Background: an optimization exercise with open tools, aiming at small area and a short achievable clock period. Do not read the settings as production practice. RTL that was checked went through simulation tests only; none was proved equivalent to the original. Power and IR drop assume default switching activity.

==> run a <==
## cor_slot
module cor_slot (
    input  wire         clk,
    input  wire         rst,           
    input  wire         cfg_we,
    input  wire [4:0]   cfg_addr,
    input  wire [31:0]  cfg_wdata,
    input  wire         start,
    input  wire         s_valid,
    input  wire [3:0]   s_i,
    input  wire [3:0]   s_q,
    input  wire         s_flag,
    output reg          dump_valid,
    output wire [15:0]  dump_seq,
    output wire         dump_sat,
    output wire [31:0]  dump_nflag,
    output wire [31:0]  dump_nsamp,
    output wire [47:0]  dump_carr,
    output wire [10:0]  dump_sidx,
    output wire [223:0] dump_tap_i,    
    output wire [223:0] dump_tap_q
);
Settings: LEC_CHECK=0, CAP_MARGIN=20, CORE_MARGIN=2, CORE_UTILIZATION=55, PLACE_DENSITY=0.7, SLEW_MARGIN=20; clock period 12.0 ns.
standard.sh (not shown) runs the stock make flow with config.mk's settings and CLKGATE_MAP_FILE= SYNTH_SCRIPT=/design/flow/synth_recipe.tcl, a recipe that flattens the netlist after the stock synthesis.
==> flow/flow/run.sh <==
#!/bin/bash
# Standard layout, with timing repair aiming at a larger setup slack margin.
set -uo pipefail
export SETUP_SLACK_MARGIN=8
bash standard.sh > standard.log 2>&1
==> inputs of run b, as changes to run a <==
--- a/flow/design.v
+++ b/flow/design.v
@@ -1,21 +1,26 @@
 module cor_acc (
     input  wire        clk,
     input  wire        clr,        
-    input  wire        en,         
     input  wire        neg,        
     input  wire signed [10:0] y,
     output reg  signed [23:0] acc,
     output wire        sat         
 );
     wire [23:0] base = clr ? 24'd0 : acc;
-    wire [10:0] op   = en ? (y ^ {11{neg}}) : 11'd0;
-    wire [24:0] full = {base[23], base} + {{14{op[10]}}, op} + {24'd0, en & neg};
-    assign sat = (full[24] != full[23]);
+    wire [10:0] op   = y ^ {11{neg}};
+    wire [11:0] lo   = {1'b0, base[10:0]} + {1'b0, op} + {11'd0, neg};
+    wire [12:0] hp   = base[23:11] + 13'd1;
+    wire [12:0] hm   = base[23:11] - 13'd1;
+    wire        up   = lo[11] & ~op[10];
+    wire        dn   = ~lo[11] & op[10];
+    wire [12:0] hi   = up ? hp : dn ? hm : base[23:11];
+    wire ovf = (up & ~base[23] & hp[12]) | (dn & base[23] & ~hm[12]);
+    assign sat = ovf;
     always @(posedge clk)
-        acc <= sat ? {full[24], {23{~full[24]}}} : full[23:0];
+        acc <= ovf ? {base[23], {23{~base[23]}}} : {hi, lo[10:0]};
 endmodule
 module cor_codegen (
     input  wire        clk,
     input  wire        restart,      
     input  wire        adv,          
     input  wire        epoch,        
@@ -629,52 +634,54 @@
             wire s;
             cor_replica u_rep (.z4(tap_z[t]), .sin(t == 5 ? r_sin_b : r_sin_a),
                                .cos(t == 5 ? r_cos_b : r_cos_a), .s(s));
             assign tap_neg[t] = m_chip[t] ^ s;
         end
     endgenerate
-    reg               b_en, b_add, b_flag, b_dump;
-    reg signed [10:0] b_yi, b_yq;
+    reg               b_en, b_flag, b_dump;
+    reg signed [10:0] b_yi_a, b_yq_a, b_yi_b, b_yq_b;
     reg [6:0]         b_negi, b_negq;
+    wire              add_a = m_en && !i_rst && !m_flag && r_on_a;
+    wire              add_b = m_en && !i_rst && !m_flag && r_on_b;
     always @(posedge clk) begin
         b_en   <= m_en && !i_rst;
-        b_add  <= m_en && !i_rst && !m_flag;       
         b_dump <= m_dump && !i_rst && !i_start;
         b_flag <= m_flag;
-        b_yi   <= ui;
-        b_yq   <= uq;
+        b_yi_a <= add_a ? ui : 11'd0;
+        b_yq_a <= add_a ? uq : 11'd0;
+        b_yi_b <= add_b ? ui : 11'd0;
+        b_yq_b <= add_b ? uq : 11'd0;
         b_negi <= tap_neg ^ {7{ni}};
         b_negq <= tap_neg ^ {7{nq}};
     end
     reg         clr;           
     reg         sat_any;
     reg [31:0]  nflag, nsamp;
     wire [13:0] sat_now;
     wire [23:0] acc_i [0:6];
     wire [23:0] acc_q [0:6];
     generate
         for (t = 0; t < 7; t = t + 1) begin : g_tap
-            wire tap_en = b_add && (t == 5 ? r_on_b : r_on_a);
             cor_acc u_acc_i (
-                .clk(clk), .clr(clr), .en(tap_en), .neg(b_negi[t]), .y(b_yi),
+                .clk(clk), .clr(clr), .neg(b_negi[t]), .y(t == 5 ? b_yi_b : b_yi_a),
                 .acc(acc_i[t]), .sat(sat_now[2*t])
             );
             cor_acc u_acc_q (
-                .clk(clk), .clr(clr), .en(tap_en), .neg(b_negq[t]), .y(b_yq),
+                .clk(clk), .clr(clr), .neg(b_negq[t]), .y(t == 5 ? b_yq_b : b_yq_a),
                 .acc(acc_q[t]), .sat(sat_now[2*t+1])
             );
             assign dump_tap_i[32*t +: 32] = {{8{acc_i[t][23]}}, acc_i[t]};
             assign dump_tap_q[32*t +: 32] = {{8{acc_q[t][23]}}, acc_q[t]};
         end
     endgenerate
     wire [31:0] nflag_base = clr ? 32'd0 : nflag;
     wire [31:0] nsamp_base = clr ? 32'd0 : nsamp;
     always @(posedge clk) begin
         clr        <= b_dump || i_start;
         dump_valid <= b_dump && !i_start && !i_rst && !rst;
-        sat_any    <= (!clr && sat_any) || (b_en && (sat_now != 14'd0));
+        sat_any    <= (!clr && sat_any) || (sat_now != 14'd0);
         nsamp      <= nsamp_base + {31'd0, b_en};
         nflag      <= nflag_base + {31'd0, b_en && b_flag && (nflag_base != 32'hffff_ffff)};
     end
     assign dump_seq   = seq;
     assign dump_sat   = sat_any;
     assign dump_nflag = nflag;
==> flow/flow/run.sh (replaced) <==
#!/bin/bash
# The standard layout (standard.sh: ORFS synthesis to finish), with:
# - timing repair after CTS and after global routing aiming at 8 ns of setup
#   slack instead of 0, so that it shortens the paths below the 12 ns clock;
# - ports buffered with sky130_fd_sc_hd__buf_2 cells;
# - sizing free to change a cell's footprint.
# The ORFS logs stay under orfs/logs; standard.sh's own output goes to
# standard.log.
set -uo pipefail
export SETUP_SLACK_MARGIN=8
export BUFFER_PORTS_ARGS="-buffer_cell sky130_fd_sc_hd__buf_2"
bash standard.sh MATCH_CELL_FOOTPRINT=0 finish > standard.log 2>&1
- CORE_UTILIZATION: 55 -> 60
- CTS_CLUSTER_SIZE: unset -> 25
- PLACE_DENSITY: 0.7 -> 0.75
==> inputs of run c, as changes to run a <==
--- a/flow/design.v
+++ b/flow/design.v
@@ -1,21 +1,26 @@
 module cor_acc (
     input  wire        clk,
     input  wire        clr,        
-    input  wire        en,         
     input  wire        neg,        
     input  wire signed [10:0] y,
     output reg  signed [23:0] acc,
     output wire        sat         
 );
     wire [23:0] base = clr ? 24'd0 : acc;
-    wire [10:0] op   = en ? (y ^ {11{neg}}) : 11'd0;
-    wire [24:0] full = {base[23], base} + {{14{op[10]}}, op} + {24'd0, en & neg};
-    assign sat = (full[24] != full[23]);
+    wire [10:0] op   = y ^ {11{neg}};
+    wire [11:0] lo   = {1'b0, base[10:0]} + {1'b0, op} + {11'd0, neg};
+    wire [12:0] hp   = base[23:11] + 13'd1;
+    wire [12:0] hm   = base[23:11] - 13'd1;
+    wire        up   = lo[11] & ~op[10];
+    wire        dn   = ~lo[11] & op[10];
+    wire [12:0] hi   = up ? hp : dn ? hm : base[23:11];
+    wire ovf = (up & ~base[23] & hp[12]) | (dn & base[23] & ~hm[12]);
+    assign sat = ovf;
     always @(posedge clk)
-        acc <= sat ? {full[24], {23{~full[24]}}} : full[23:0];
+        acc <= ovf ? {base[23], {23{~base[23]}}} : {hi, lo[10:0]};
 endmodule
 module cor_codegen (
     input  wire        clk,
     input  wire        restart,      
     input  wire        adv,          
     input  wire        epoch,        
@@ -629,52 +634,54 @@
             wire s;
             cor_replica u_rep (.z4(tap_z[t]), .sin(t == 5 ? r_sin_b : r_sin_a),
                                .cos(t == 5 ? r_cos_b : r_cos_a), .s(s));
             assign tap_neg[t] = m_chip[t] ^ s;
         end
     endgenerate
-    reg               b_en, b_add, b_flag, b_dump;
-    reg signed [10:0] b_yi, b_yq;
+    reg               b_en, b_flag, b_dump;
+    reg signed [10:0] b_yi_a, b_yq_a, b_yi_b, b_yq_b;
     reg [6:0]         b_negi, b_negq;
+    wire              add_a = m_en && !i_rst && !m_flag && r_on_a;
+    wire              add_b = m_en && !i_rst && !m_flag && r_on_b;
     always @(posedge clk) begin
         b_en   <= m_en && !i_rst;
-        b_add  <= m_en && !i_rst && !m_flag;       
         b_dump <= m_dump && !i_rst && !i_start;
         b_flag <= m_flag;
-        b_yi   <= ui;
-        b_yq   <= uq;
+        b_yi_a <= add_a ? ui : 11'd0;
+        b_yq_a <= add_a ? uq : 11'd0;
+        b_yi_b <= add_b ? ui : 11'd0;
+        b_yq_b <= add_b ? uq : 11'd0;
         b_negi <= tap_neg ^ {7{ni}};
         b_negq <= tap_neg ^ {7{nq}};
     end
     reg         clr;           
     reg         sat_any;
     reg [31:0]  nflag, nsamp;
     wire [13:0] sat_now;
     wire [23:0] acc_i [0:6];
     wire [23:0] acc_q [0:6];
     generate
         for (t = 0; t < 7; t = t + 1) begin : g_tap
-            wire tap_en = b_add && (t == 5 ? r_on_b : r_on_a);
             cor_acc u_acc_i (
-                .clk(clk), .clr(clr), .en(tap_en), .neg(b_negi[t]), .y(b_yi),
+                .clk(clk), .clr(clr), .neg(b_negi[t]), .y(t == 5 ? b_yi_b : b_yi_a),
                 .acc(acc_i[t]), .sat(sat_now[2*t])
             );
             cor_acc u_acc_q (
-                .clk(clk), .clr(clr), .en(tap_en), .neg(b_negq[t]), .y(b_yq),
+                .clk(clk), .clr(clr), .neg(b_negq[t]), .y(t == 5 ? b_yq_b : b_yq_a),
                 .acc(acc_q[t]), .sat(sat_now[2*t+1])
             );
             assign dump_tap_i[32*t +: 32] = {{8{acc_i[t][23]}}, acc_i[t]};
             assign dump_tap_q[32*t +: 32] = {{8{acc_q[t][23]}}, acc_q[t]};
         end
     endgenerate
     wire [31:0] nflag_base = clr ? 32'd0 : nflag;
     wire [31:0] nsamp_base = clr ? 32'd0 : nsamp;
     always @(posedge clk) begin
         clr        <= b_dump || i_start;
         dump_valid <= b_dump && !i_start && !i_rst && !rst;
-        sat_any    <= (!clr && sat_any) || (b_en && (sat_now != 14'd0));
+        sat_any    <= (!clr && sat_any) || (sat_now != 14'd0);
         nsamp      <= nsamp_base + {31'd0, b_en};
         nflag      <= nflag_base + {31'd0, b_en && b_flag && (nflag_base != 32'hffff_ffff)};
     end
     assign dump_seq   = seq;
     assign dump_sat   = sat_any;
     assign dump_nflag = nflag;
==> flow/flow/run.sh (replaced) <==
#!/bin/bash
# The standard layout (standard.sh: ORFS synthesis to finish), with:
# - timing repair after CTS and after global routing aiming at 8 ns of setup
#   slack instead of 0, so that it shortens the paths below the 12 ns clock;
# - ports buffered with sky130_fd_sc_hd__buf_2 cells;
# - sizing free to change a cell's footprint.
# The ORFS logs stay under orfs/logs; standard.sh's own output goes to
# standard.log.
set -uo pipefail
export SETUP_SLACK_MARGIN=8
export BUFFER_PORTS_ARGS="-buffer_cell sky130_fd_sc_hd__buf_2"
bash standard.sh MATCH_CELL_FOOTPRINT=0 finish > standard.log 2>&1
==> notes <==
Run a ran to the end with no violations. Run b completed without violations. Run c finished clean.
Area after synthesis: run c is lower than run a (about 2.1%).
In run b the register-to-register slack is better than in run a, by 0.44 ns.
Design area, lowest first: run b, run c, run a.
Against run b, the via count of run a is larger by 1.3%.
First-iteration DRC count: run b > run c > run a.
Of run b and run a, run a has the higher wire length (gap 2.5%, measured against run a).
Against run b, the worst setup slack of run a is worse by 0.44 ns.
In flip-flop and latch count, run c and run b do not differ.
Hold slack: run b is higher than run a (0.0040 ns).
For run a, only the layout was checked, not whether the RTL still works.

========
==> inputs of 03-04 <==
cor_slot, a different RTL version from the one above (not shown whole).
clock: 12.0 ns
lec_check: 0
cap_margin: 20
core_margin: 2
core_utilization: 40
place_density: 0.6
setup_slack_margin: 5
slew_margin: 20
run.sh (not shown) runs the stock make flow with config.mk's settings and CLKGATE_MAP_FILE= SYNTH_SCRIPT=/design/flow/synth_recipe.tcl, a recipe that flattens the netlist after the stock synthesis.
Stock flow here: none of the scripts above is used.
==> inputs of 09-28, as changes to 03-04 <==
==> flow/flow/run.sh (new file) <==
#!/bin/bash
# Standard layout, with timing repair aiming at a larger setup slack margin.
set -uo pipefail
export SETUP_SLACK_MARGIN=8
bash standard.sh > standard.log 2>&1
==> flow/standard.sh (new file) <==
#!/bin/bash
# synth_recipe.tcl (not shown) runs the flow's synth.tcl, then flattens the netlist and writes it again
# the make line also repeats each setting of config.mk as NAME=value (left out here)
make -C /OpenROAD-flow-scripts/flow DESIGN_CONFIG=/design/flow/config.mk WORK_HOME=/design/flow/orfs CLKGATE_MAP_FILE= SYNTH_SCRIPT=/design/flow/synth_recipe.tcl "${@:-finish}"
- SETUP_SLACK_MARGIN: 5 -> default
removed: flow/run.sh
==> comparison table <==
| item | 09-28 | 03-04 |
|---|---|---|
| Vias after detailed routing | 76800 | 71800 |
| Net Sw Power | 5300 µW | 4750 µW |
| Global-route wire length before repair | 466000 µm | 434000 µm |
| Required time of the worst setup path | 12.67 ns | 12.66 ns |
| Maximum net fanout on the critical path | 5 | 81 |
| Critical Path Start | r_h_a[1] | clr |
| TritonCTS buffer count | 186 | 185 |
| WP depth | 22 | 19 |
| Final instance count without filler cells | 13900 | 13200 |
| Hold WS | 0.412 ns | 0.412 ns |
| Outcome | finished clean | finished clean |
| Comb power frac | 0.275 | 0.210 |
| Least-Margin Pin Slew | 1.29 ns | 1.16 ns |
| Sum of net half-perimeters after detailed placement | 204000 µm | 207000 µm |
| Met3 routed wirelength | 22300 µm | 18200 µm |
| Via count of the first global-routing pass | 74700 | 70700 |
| Worst Hold Launch | r_code_rate[18] | r_carr_rate[12] |
| Internal cell power | 12200 µW | 11400 µW |
| Antenna violations before repair | 42 | 23 |
| Combinational cell power | 4810 µW | 3390 µW |
| Worst VDD drop | 0.000292 V | 0.000238 V |
| Post-route fraction of the period consumed by the critical path | 0.452 | 0.537 |
| Critical R2R Capture | b_neg[4] | sat_any |
| Met1 Wirelength | 134000 µm | 125000 µm |
| Multi-In Gates | 6861 | 6824 |
| Last weighted congestion value of the routability-driven placer | 0.901 | 0.908 |
Function was not checked in any run of this note: the RTL went through the layout flow alone.

==> static timing again, ports no longer ideal <==
The flow's constraints put no driver on any port. The routed layouts listed below were extracted and timed again, unchanged, in two steps.
Step 1: set_driving_cell puts a clkbuf_16 on clk and a buf_2 on each other input, an assumption about the parent block.
Step 2 also shifts input and output timing later by t, the mid clock arrival at the registers, as if the neighbouring blocks saw the same clock.
a / b / c = ideal ports / drivers / drivers and shift; a / b = the first two.
run	shift t [ns]	setup slack, ns	latest minus earliest clock arrival (ns)	slew at the worst register clock pin (ns)
run a	0.900	7.549 / 7.549 / 7.549	0.068 / 0.068	0.07 / 0.07
run b	0.923	7.992 / 7.944 / 7.992	0.063 / 0.062	0.07 / 0.07
run c	0.903	7.997 / 7.971 / 7.997	0.071 / 0.071	0.07 / 0.07
03-04	0.907	5.561 / 5.561 / 5.561	0.091 / 0.091	0.07 / 0.07
09-28	0.922	6.574 / 6.574 / 6.574	0.086 / 0.086	0.07 / 0.07
After both steps setup and hold are still met in every run listed.
